Source: an optimization exercise on an open RTL-to-GDS flow (aim: small area, a short achievable clock period and few clock cycles per item). Production flows keep margins and buffers that such runs may drop.
Function was checked by simulation only, so behaviour that the tests miss may differ from the original.

## ldg_chain
module ldg_chain (
    input  wire         clk,
    input  wire         rst,         
    input  wire         in_valid,
    output wire         in_ready,
    input  wire [1:0]   in_op,       
    input  wire [143:0] in_data,     
    output wire         out_valid,
    input  wire         out_ready,
    output wire [255:0] out_entry    
);
Size: ~4,500 cells after synthesis, ~830 flip-flops.
clock: 10.0 ns
lec_check: 0
cap_margin: 20
core_margin: 2
core_utilization: 45
cts_buf_list: sky130_fd_sc_hd__clkbuf_16
cts_cluster_diameter: 80
cts_cluster_size: 20
place_density: 0.55
setup_slack_margin: 5
slew_margin: 20
standard.sh (not shown) runs the stock make flow with config.mk's settings and CLKGATE_MAP_FILE= SYNTH_SCRIPT=/design/flow/synth_recipe.tcl, a recipe that flattens the netlist after the stock synthesis.
==> flow/flow/run.sh <==
#!/bin/bash
# Own layout flow: the standard flow (standard.sh: unchanged synthesis and
# steps, the design's clock and constraints), with two changes to how the
# layout is made:
#  - the port buffers that global placement inserts on every input and output
#    are the smallest plain buffer (buf_1) instead of the one buffer_ports
#    picks by itself (clkdlybuf4s50_1, 2.7 times the area);
#  - the timing repair aims for more setup slack than config.mk may ask for
#    (SETUP_SLACK_MARGIN), so that it sizes the round logic for a shorter
#    period. The clock period and the SDC are not changed.
# make's full output goes to flow_make.log in the work folder; each ORFS step
# also writes its own log under orfs/logs/.
set -euo pipefail
export BUFFER_PORTS_ARGS="-buffer_cell sky130_fd_sc_hd__buf_1"
margin=$(cat flow/margin.txt)
if grep -q '^export SETUP_SLACK_MARGIN' config.mk; then
  sed -i "s/^export SETUP_SLACK_MARGIN.*/export SETUP_SLACK_MARGIN = $margin/" config.mk
else
  echo "export SETUP_SLACK_MARGIN = $margin" >> config.mk
fi
cp config.mk config_used.mk
bash standard.sh finish > flow_make.log 2>&1
test -f out/final.def
==> flow/flow/margin.txt <==
5
Testbench counts at the start, summed over its fixed seeds: cycles 24,720, items 384.
==> next run, changes <==
Settings changed: CORE_UTILIZATION 45 to 55, PLACE_DENSITY 0.55 to 0.65.
Hold slack is worse by 0.012 ns.
Worst setup slack is better by 0.10 ns.
Final cell count fell by 3.9%.
Synthesized cell count is unchanged.
Register-to-register slack improves by 0.12 ns.
Wire length stays flat.
Via count grows by 3.4%.
Design area came out lower by 1.0%.
==> next run, changes <==
Settings changed: CORE_UTILIZATION 55 to 50, PLACE_DENSITY 0.65 to 0.6.
=> The new run went through all stages and came out clean. Clock-buffer cell count came out higher by 1. Hold slack gains 0.014 ns.

== yarrow ==
ldg_chain again, from the RTL that the note above started with.
export LEC_CHECK = 0
export CAP_MARGIN = 20
export CORE_MARGIN = 2
export CORE_UTILIZATION = 55
export CTS_BUF_LIST = sky130_fd_sc_hd__clkbuf_16
export CTS_CLUSTER_DIAMETER = 80
export CTS_CLUSTER_SIZE = 20
export PLACE_DENSITY = 0.65
export SLEW_MARGIN = 20
export SETUP_SLACK_MARGIN = 5.3
create_clock -name core_clock -period 10.0 [get_ports {clk}]
==> flow/flow/margin.txt <==
5.3
Scripts as last shown in full above: flow/flow/run.sh
The final layout from yarrow, which completed every stage, passed the timing, design-rule and antenna checks at the end of the flow.
Testbench counts of yarrow, summed over its fixed seeds: cycles 24,720, items 384.
Inputs modified between yarrow and violet:
- SETUP_SLACK_MARGIN now 5.5, was 5.3
==> flow/flow/margin.txt <==
5.5
==> summary.txt <==
violet has completed all stages; timing, DRC and antenna checks passed. yarrow: done, clean on timing, DRC and antenna. Flip-flop and latch count: violet vs yarrow identical. Changes observed in violet relative to yarrow: area used by multi-input combinational logic picked up an extra 2.1%; final cell count without fillers picked up an extra 21.
Input-level comparison between ember and violet:
- SETUP_SLACK_MARGIN changed from 5.5 to 5.45
==> flow/flow/margin.txt <==
5.45
- Routed wire length ends up higher on ember.
- ember -> violet: share of cell area taken by multi-input logic gates flat
- [compare] base=violet new=ember: global-route usage up 0.40 points.
- NOTE: wire length on met3 in ember exceeds that of violet
- Final cell count: violet vs ember — no meaningful difference
- ember against violet: setup slack of the worst register-to-register path picked up an extra 0.09 ns, final critical delay including setup and external delays shows a reduction of 0.086 ns.
### ember -> juniper
- SETUP_SLACK_MARGIN: 5.45 -> 5.6
==> flow/flow/margin.txt <==
5.6
Results
[compare] base=ember new=juniper: number of optimization iterations in the first detailed-route pass went up 2; portion of the clock cycle consumed by the worst path in the final layout held; non-filler instance count after layout went up 28.
Between ember and juniper, setup slack is lower for juniper, ember comes in above that.
juniper vs ember: number of nets in the finished design up slightly
From ember to juniper the numbers moved as follows: sink count of the clock tree was more or less identical.

==> what the ideal ports hide <==
The flow's constraints put no driver on any port. The routed layouts listed below were extracted and timed again, unchanged, in two steps.
Step 1 (the two cells are an assumption about what drives the block):
set clk [get_ports {clk}]
set_driving_cell -lib_cell sky130_fd_sc_hd__clkbuf_16 $clk
set_driving_cell -lib_cell sky130_fd_sc_hd__buf_2 [delete_from_list [all_inputs] $clk]
Step 2 times the ports against the registers' clock, not the clock port: input delays grow and output delays shrink by t, the midpoint of the rising clock arrivals with the driver on.
Slacks: ideal / step 1 / step 2; pairs: ideal / step 1.
| run | t (ns) | setup WS [ns] | worst data-port slew with drivers (ns) |
|---|---|---|---|
| the first run of note 1 | 0.760 | 4.980 / 4.980 / 4.562 | 0.06 |
| the second run of note 1 | 0.709 | 5.082 / 5.008 / 4.523 | 0.12 |
| the third run of note 1 | 0.744 | 5.092 / 5.092 / 4.406 | 0.11 |
| yarrow | 0.708 | 5.238 / 5.238 / 4.722 | 0.12 |
| violet | 0.724 | 5.268 / 5.268 / 4.761 | 0.12 |
| ember | 0.730 | 5.353 / 5.353 / 4.815 | 0.11 |
| juniper | 0.730 | 5.344 / 5.344 / 4.950 | 0.13 |
After both steps setup and hold are still met in every run listed. The setup slack of the third run of note 1, which loses most, moves by 0.000 ns with the drivers and by -0.686 ns with both steps.
